What follows belongs to an exercise in optimizing a design on an open flow for small area, a short achievable clock period and few clock cycles per item; a production flow would make more cautious choices. In this exercise RTL edits were held to simulation tests only and were not proved equivalent to the original.

**flow/design.v**
```verilog
module aes_sbox (
    input  wire [7:0] a,
    output wire [7:0] y
);
    wire T1, T2, T3, T4, T5, T6, T7, T8, T9, T10, T11, T12, T13, T14, T15, T16, T17, T18, T19, T20, T21, T22, T23, T24, T25, T26, T27, M1, M2, M3, M4, M5, M6, M7, M8, M9, M10, M11, M12, M13, M14, M15, M16, M17, M18, M19, M20, M21, M22, M23, M24, M25, M26, M27, M28, M29, M30, M31, M32, M33, M34, M35, M36, M37, M38, M39, M40, M41, M42, M43, M44, M45, M46, M47, M48, M49, M50, M51, M52, M53, M54, M55, M56, M57, M58, M59, M60, M61, M62, M63, L0, L1, L2, L3, L4, L5, L6, L7, L8, L9, L10, L11, L12, L13, L14, L15, L16, L17, L18, L19, L20, L21, L22, L23, L24, L25, L26, L27, L28, L29;
    wire U0, U1, U2, U3, U4, U5, U6, U7;
    assign U0 = a[7];
    assign U1 = a[6];
    assign U2 = a[5];
    assign U3 = a[4];
    assign U4 = a[3];
    assign U5 = a[2];
    assign U6 = a[1];
    assign U7 = a[0];
    assign T1 = U0 ^ U3;
    assign T2 = U0 ^ U5;
    assign T3 = U0 ^ U6;
    assign T4 = U3 ^ U5;
    assign T5 = U4 ^ U6;
    assign T6 = T1 ^ T5;
    assign T7 = U1 ^ U2;
    assign T8 = U7 ^ T6;
    assign T9 = U7 ^ T7;
    assign T10 = T6 ^ T7;
    assign T11 = U1 ^ U5;
    assign T12 = U2 ^ U5;
    assign T13 = T3 ^ T4;
    assign T14 = T6 ^ T11;
    assign T15 = T5 ^ T11;
    assign T16 = T5 ^ T12;
    assign T17 = T9 ^ T16;
    assign T18 = U3 ^ U7;
    assign T19 = T7 ^ T18;
    assign T20 = T1 ^ T19;
    assign T21 = U6 ^ U7;
    assign T22 = T7 ^ T21;
    assign T23 = T2 ^ T22;
    assign T24 = T2 ^ T10;
    assign T25 = T20 ^ T17;
    assign T26 = T3 ^ T16;
    assign T27 = T1 ^ T12;
    assign M1 = T13 & T6;
    assign M2 = T23 & T8;
    assign M3 = T14 ^ M1;
    assign M4 = T19 & U7;
    assign M5 = M4 ^ M1;
    assign M6 = T3 & T16;
    assign M7 = T22 & T9;
    assign M8 = T26 ^ M6;
    assign M9 = T20 & T17;
    assign M10 = M9 ^ M6;
    assign M11 = T1 & T15;
    assign M12 = T4 & T27;
    assign M13 = M12 ^ M11;
    assign M14 = T2 & T10;
    assign M15 = M14 ^ M11;
    assign M16 = M3 ^ M2;
    assign M17 = M5 ^ T24;
    assign M18 = M8 ^ M7;
    assign M19 = M10 ^ M15;
    assign M20 = M16 ^ M13;
    assign M21 = M17 ^ M15;
    assign M22 = M18 ^ M13;
    assign M23 = M19 ^ T25;
    assign M24 = M22 ^ M23;
    assign M25 = M22 & M20;
    assign M26 = M21 ^ M25;
    assign M27 = M20 ^ M21;
    assign M28 = M23 ^ M25;
    assign M29 = M28 & M27;
    assign M30 = M26 & M24;
    assign M31 = M20 & M23;
    assign M32 = M27 & M31;
    assign M33 = M27 ^ M25;
    assign M34 = M21 & M22;
    assign M35 = M24 & M34;
    assign M36 = M24 ^ M25;
    assign M37 = M21 ^ M29;
    assign M38 = M32 ^ M33;
    assign M39 = M23 ^ M30;
    assign M40 = M35 ^ M36;
    assign M41 = M38 ^ M40;
    assign M42 = M37 ^ M39;
    assign M43 = M37 ^ M38;
    assign M44 = M39 ^ M40;
    assign M45 = M42 ^ M41;
    assign M46 = M44 & T6;
    assign M47 = M40 & T8;
    assign M48 = M39 & U7;
    assign M49 = M43 & T16;
    assign M50 = M38 & T9;
    assign M51 = M37 & T17;
    assign M52 = M42 & T15;
    assign M53 = M45 & T27;
    assign M54 = M41 & T10;
    assign M55 = M44 & T13;
    assign M56 = M40 & T23;
    assign M57 = M39 & T19;
    assign M58 = M43 & T3;
    assign M59 = M38 & T22;
    assign M60 = M37 & T20;
    assign M61 = M42 & T1;
    assign M62 = M45 & T4;
    assign M63 = M41 & T2;
    assign L0 = M61 ^ M62;
    assign L1 = M50 ^ M56;
    assign L2 = M46 ^ M48;
    assign L3 = M47 ^ M55;
    assign L4 = M54 ^ M58;
    assign L5 = M49 ^ M61;
    assign L6 = M62 ^ L5;
    assign L7 = M46 ^ L3;
    assign L8 = M51 ^ M59;
    assign L9 = M52 ^ M53;
    assign L10 = M53 ^ L4;
    assign L11 = M60 ^ L2;
    assign L12 = M48 ^ M51;
    assign L13 = M50 ^ L0;
    assign L14 = M52 ^ M61;
    assign L15 = M55 ^ L1;
    assign L16 = M56 ^ L0;
    assign L17 = M57 ^ L1;
    assign L18 = M58 ^ L8;
    assign L19 = M63 ^ L4;
    assign L20 = L0 ^ L1;
    assign L21 = L1 ^ L7;
    assign L22 = L3 ^ L12;
    assign L23 = L18 ^ L2;
    assign L24 = L15 ^ L9;
    assign L25 = L6 ^ L10;
    assign L26 = L7 ^ L9;
    assign L27 = L8 ^ L10;
    assign L28 = L11 ^ L14;
    assign L29 = L11 ^ L17;
    assign y[7] = L6 ^ L24;
    assign y[6] = ~(L16 ^ L26);
    assign y[5] = ~(L19 ^ L28);
    assign y[4] = L6 ^ L21;
    assign y[3] = L20 ^ L22;
    assign y[2] = L25 ^ L29;
    assign y[1] = ~(L13 ^ L27);
    assign y[0] = ~(L6 ^ L23);
endmodule
module aes_core (
    input  wire         clk,
    input  wire         rst,       
    input  wire         start,     
    input  wire         key_256,   
    input  wire [255:0] key,
    input  wire [127:0] din,       
    output wire         ready,     
    output reg          done,      
    output reg  [127:0] dout
);
    reg [127:0] state;    
    reg [127:0] ka;       
    reg [127:0] kb;       
    reg [7:0]   rcon;
    reg [3:0]   rnd;      
    reg         busy;
    reg         is256;
    reg         free;     
    assign ready = free;
    wire [127:0] x = state ^ ka;
    wire [127:0] sb;
    genvar gi;
    generate
        for (gi = 0; gi < 16; gi = gi + 1) begin : g_sub
            aes_sbox u_sbox (.a(x[127-8*gi -: 8]), .y(sb[127-8*gi -: 8]));
        end
    endgenerate
    wire [127:0] sr;
    generate
        for (gi = 0; gi < 16; gi = gi + 1) begin : g_shift
            localparam integer R = gi % 4;
            localparam integer C = gi / 4;
            localparam integer SRC = 4 * ((C + R) % 4) + R;
            assign sr[127-8*gi -: 8] = sb[127-8*SRC -: 8];
        end
    endgenerate
    function [7:0] xtime;
        input [7:0] b;
        xtime = {b[6:0], 1'b0} ^ (b[7] ? 8'h1b : 8'h00);
    endfunction
    function [31:0] mix_column;
        input [31:0] c;
        reg [7:0] a0, a1, a2, a3;
        begin
            a0 = c[31:24]; a1 = c[23:16]; a2 = c[15:8]; a3 = c[7:0];
            mix_column[31:24] = xtime(a0 ^ a1) ^ a1 ^ a2 ^ a3;
            mix_column[23:16] = xtime(a1 ^ a2) ^ a0 ^ a2 ^ a3;
            mix_column[15:8]  = xtime(a2 ^ a3) ^ a0 ^ a1 ^ a3;
            mix_column[7:0]   = xtime(a3 ^ a0) ^ a0 ^ a1 ^ a2;
        end
    endfunction
    wire [127:0] mc = {mix_column(sr[127:96]), mix_column(sr[95:64]),
                       mix_column(sr[63:32]),  mix_column(sr[31:0])};
    wire        use_rot   = ~is256 | rnd[0];
    wire [31:0] last_word = is256 ? kb[31:0] : ka[31:0];
    wire [31:0] sw;
    generate
        for (gi = 0; gi < 4; gi = gi + 1) begin : g_ksub
            aes_sbox u_sbox (.a(last_word[31-8*gi -: 8]), .y(sw[31-8*gi -: 8]));
        end
    endgenerate
    wire [31:0] t  = use_rot ? ({sw[23:0], sw[31:24]} ^ {rcon, 24'h0}) : sw;
    wire [31:0] w0 = ka[127:96] ^ t;
    wire [31:0] w1 = ka[95:64]  ^ w0;
    wire [31:0] w2 = ka[63:32]  ^ w1;
    wire [31:0] w3 = ka[31:0]   ^ w2;
    wire [127:0] next_key = {w0, w1, w2, w3};
    wire [127:0] rk_out = is256 ? kb : next_key;
    wire last = (rnd == (is256 ? 4'd14 : 4'd10));
    always @(posedge clk) begin
        dout <= sr ^ rk_out;
        if (free) begin
            state <= din;
            ka    <= key[255:128];
            kb    <= key[127:0];
            is256 <= key_256;
            rnd   <= 4'd1;
            rcon  <= 8'h01;
        end else begin
            state <= mc;
            rnd   <= rnd + 4'd1;
            if (is256) begin
                ka <= kb;
                kb <= next_key;
            end else begin
                ka <= next_key;
            end
            if (use_rot)
                rcon <= xtime(rcon);
        end
    end
    always @(posedge clk) begin
        if (rst) begin
            busy <= 1'b0;
            done <= 1'b0;
            free <= 1'b1;
        end else begin
            done <= busy & last;
            if (free) begin
                busy <= start;
                free <= ~start;
            end else begin
                busy <= ~last;
                free <= last | (rnd == (is256 ? 4'd13 : 4'd9));
            end
        end
    end
endmodule
```
**flow/run.sh**
```bash
#!/bin/bash
# synth_recipe.tcl (not shown) runs the flow's synth.tcl, then flattens the netlist and writes it again
# the make line also repeats each setting of config.mk as NAME=value (left out here)
make -C /OpenROAD-flow-scripts/flow DESIGN_CONFIG=/design/flow/config.mk WORK_HOME=/design/flow/orfs CLKGATE_MAP_FILE= SYNTH_SCRIPT=/design/flow/synth_recipe.tcl finish
```
**flow/config.mk**
```make
export PLATFORM = sky130hd
export DESIGN_NAME = aes_core
export DESIGN_NICKNAME = aes_core
export VERILOG_FILES = /design/flow/design.v
export SDC_FILE = /design/flow/constraint.sdc
export NUM_CORES = 4
export LEC_CHECK = 0
export CAP_MARGIN = 20
export CORE_MARGIN = 2
export CORE_UTILIZATION = 25
export SLEW_MARGIN = 20
```
**flow/constraint.sdc**
```tcl
create_clock -name core_clock -period 7.0 [get_ports {clk}]
set_input_delay 1.4000 -clock core_clock [delete_from_list [all_inputs] [get_ports {clk}]]
set_output_delay 1.4000 -clock core_clock [all_outputs]
set_load 0.01 [all_outputs]
```
==> notes.md <==
-- final cells by class --
class                      instances  area (um^2)  area share [%]
timing repair buffer            1373        11800            14.9
multi-input combinational       6452        48800            61.5
tap                             3330         4170            5.26
clock inverter                    32          277           0.349
clock buffer                     102         2050            2.58
antenna                           23         57.6          0.0726
inverter                          73          279           0.352
sequential                       528        11900            15.0
-- routing by layer --
| metal | GRT usage (%) | vias to the layer above |
|---|---|---|
| li1 | - | 28400 |
| met1 | 29.7 | 30300 |
| met2 | 37.9 | 2872 |
| met3 | 3.39 | 690 |
| met4 | 18.8 | 44 |
| met5 | 0 | - |
-- state kept, by name, indices dropped and copies added, names as in the netlist --
name   count
dout     128
ka       128
kb       128
state    128
rcon       8
rnd        4
busy       1
done       1
free       1
is256      1
-- stage by stage --
| step | setup slack, ns | utilization, % | setup TNS (ns) |
|---|---|---|---|
| finish | 0.203 | 32.0 | 0 |
| detailed placement | -0.104 | 30.9 | -0.179 |
| CTS | 0.0259 | 31.8 | 0 |
| global placement | -0.461 | 30.9 | -1.57 |
| global route | -0.0217 | 32.0 | -0.0437 |
| floorplan | 0.826 | - | 0 |
-- Yosys cell counts (31+ instances only) --
cell type / count
a211oi_1: 83
a21oi_1: 420
a221oi_1: 35
a22oi_1: 43
a31oi_1: 71
and2_1: 31
buf_1: 34
buf_2: 102
clkbuf_1: 233
dfxtp_1: 399
edfxtp_1: 129
ha_1: 43
inv_1: 71
mux2_2: 147
mux2i_1: 166
nand2_1: 772
nand3_1: 157
nand4_1: 53
nor2_1: 523
nor3_1: 158
o211ai_1: 70
o21a_1: 32
o21ai_0: 547
o21ai_1: 101
o221ai_1: 39
o22ai_1: 103
or3_1: 32
xnor2_1: 1355
xnor2_2: 159
xnor3_1: 79
xor2_1: 578
xor2_2: 59
-- kinds of logic after synthesis --
| logic type | after synthesis | share of synthesized area [%] |
|---|---|---|
| fa+ha+maj | 47 | 0.929 |
| compound gates | 1899 | 19.5 |
| flops | 528 | 19.1 |
| buf+inv | 461 | 3.12 |
| simple gates | 1886 | 13.3 |
| xor+xnor | 2289 | 38.2 |
| mux | 331 | 5.77 |
-- path summary, 6_finish.rpt --
path,cells past startpoint,start,end,slack (ns)
worst max register to register,23,is256,dout[33],0.20
worst min-delay path,1,busy,done,0.46
worst min register to register,1,busy,done,0.46
worst max-delay path,23,is256,dout[33],0.20
-- repair_timing --
| action | in CTS | in global routing |
|---|---|---|
| buffers inserted | 0 | 5 |
| setup endpoints to repair | 5 | 95 |
| pin swaps | 0 | 3 |
| hold endpoints to repair | 0 | 0 |
| gates resized for setup | 1 | 41 |
==> results.sh <==
export IMPL_outcome="timing/DRC/antenna clean"
export IMPL_fin_crit_sh_pct=97.1
export IMPL_top_layer_used="met5"
export IMPL_max_slew_margin_rel_pct=24.4
export IMPL_grt_pass1_vias=60300
export IMPL_async_reset_ff_share_pct=0
export IMPL_area_growth_pct=27.4
export IMPL_syn_inst=7441
export IMPL_synth_flop_cell="dfxtp_1"
export IMPL_yosysWarnings=1
export IMPL_grt_antenna_before_repair=56
export IMPL_finalWeightedCongestion=1.04
export IMPL_report_final_slew_viol_count=0
export IMPL_dp_cells=11800
export IMPL_tritoncts="done"
export IMPL_clock_latency_ns=0.72
export IMPL_slowest_delay_ns=0.54
export IMPL_crit_buf_inv=6
export IMPL_overflow=0
export IMPL_dr_wl_met2_mm=141
export IMPL_drt_iter0_markers=6805
export IMPL_clkTransAtPathRegs_ns=0.06
export IMPL_routed_wl_mm=317
export IMPL_yosysTopAreaCell="xnor2_1"
export IMPL_synth_avg_cell_area_um2=8.36
export IMPL_finClkSkew_ns=0.0460
export IMPL_setup_viol=0
export IMPL_fillers=26000
export IMPL_synth_area_top_cells="xnor2_1 (19%), dfxtp_1 (13%), xor2_1 (8.1%), edfxtp_1 (6.2%), nand2_1 (4.7%)"
export IMPL_start_kind="register"
export IMPL_seq_area_frac_synth_pct=19.1
export IMPL_drt_vias_per_instance=5.23
export IMPL_coreArea_um2=248000
export IMPL_htreeDepth=3
export IMPL_arrival_ns=7.44
export IMPL_critPathMaxFanout=22
export IMPL_slowest_stage="xnor3_1"
export IMPL_critPathRequiredTime_ns=7.64
export IMPL_clock_sinks=528
export IMPL_syn_nets=7872
export IMPL_start_util_pct=25.1
export IMPL_wl_per_cell_um=26.6
export IMPL_netlist_area_leader_share_pct=19.1
export IMPL_die_w_um=503
export IMPL_design_area_um2=79300
export IMPL_grt_max_degree=180
export IMPL_cp_top_family="XOR/XNOR gates"
export IMPL_finalCriticalPeriod_ns=6.80
export IMPL_wirelength_met1_mm=126
export IMPL_antenna_left=0
export IMPL_fin_cells=11900
export IMPL_clockRootBuffer="clkbuf_16"
export IMPL_maxCapViolCount=0
export IMPL_path_cells="inv_6, buf_4, mux2i_1, buf_4, xnor2_2, xnor2_1, ha_1, xor2_1, xor2_2, xnor2_1, nor2_1, a221o_1, a2111oi_4, xnor2_1, xnor3_1, mux2i_1, xnor2_1, buf_4, xnor2_1, mux2i_1, buf_4, xnor2_1, buf_4"
export IMPL_die_y_um=503
export IMPL_drtPass1Iterations=8
export IMPL_synth_seq_cells=528
export IMPL_numCtsBuffers=72
export IMPL_cp_common_cell="xnor2_1"
export IMPL_die_area_um2=253000
export IMPL_fin_nets=8931
export IMPL_hold_slack_ns=0.459
export IMPL_syn_area_um2=62200
export IMPL_rows=183
export IMPL_dp_hpwl_mm=262
export IMPL_grt_usage_pct=24.1
export IMPL_end_kind="register"
export IMPL_vias=62300
export IMPL_ys_types=116
export IMPL_cts_hold_buf=0
export IMPL_grt_setup_unrepaired="true"
export IMPL_grt_pass1_wl_mm=445
export IMPL_criticalPathCategory="reg2reg"
export IMPL_worst_pin_slew_ns=1.13
export IMPL_ios=518
export IMPL_place_area_um2=76500
export IMPL_hold_violations=0
export IMPL_port_buffers=517
export IMPL_hold_path_class="reg2reg"
export IMPL_maxClockFrequency_mhz=147
export IMPL_synth_edff_count=129
export IMPL_layout_drive_gt1_share_pct=17.9
export IMPL_layout_common_cells="xnor2_1 (1,327), buf_4 (840), nand2_1 (771)"
export IMPL_cts_buffer_depth=3
export IMPL_layout_cells_most_common="xnor2_1"
export IMPL_drc_errors=0
export IMPL_met3_length_mm=20.4
Testbench counts, summed over its fixed seeds: cycles 96,600, blocks 8,000.

port drivers added, routing unchanged:
In the flow no input, the clock included, has a driving cell. The finished layout below was timed again as built, in two steps.
Step 1 assumes that a clkbuf_16 drives the clock port and a buf_2 every other input.
Step 2 moves the port delays by t, midway between the first and last clock arrival at a register: inputs arrive t later, outputs are due t later. That takes back most of the time a late clock gives input paths.
a / b / c = no drivers / after step 1 / after step 2; a / b = the first two.
t (ns): 0.782
setup slack, ns: 0.203 / 0.203 / 0.203
hold WS [ns]: 0.459 / 0.459 / 0.459
latest minus earliest clock arrival (ns): 0.047 / 0.047
cell pins on the clock port's net: 1
After both steps setup and hold are still met in this run. For this run, drivers alone change the setup slack by 0.000 ns; drivers and shift together by 0.000 ns.
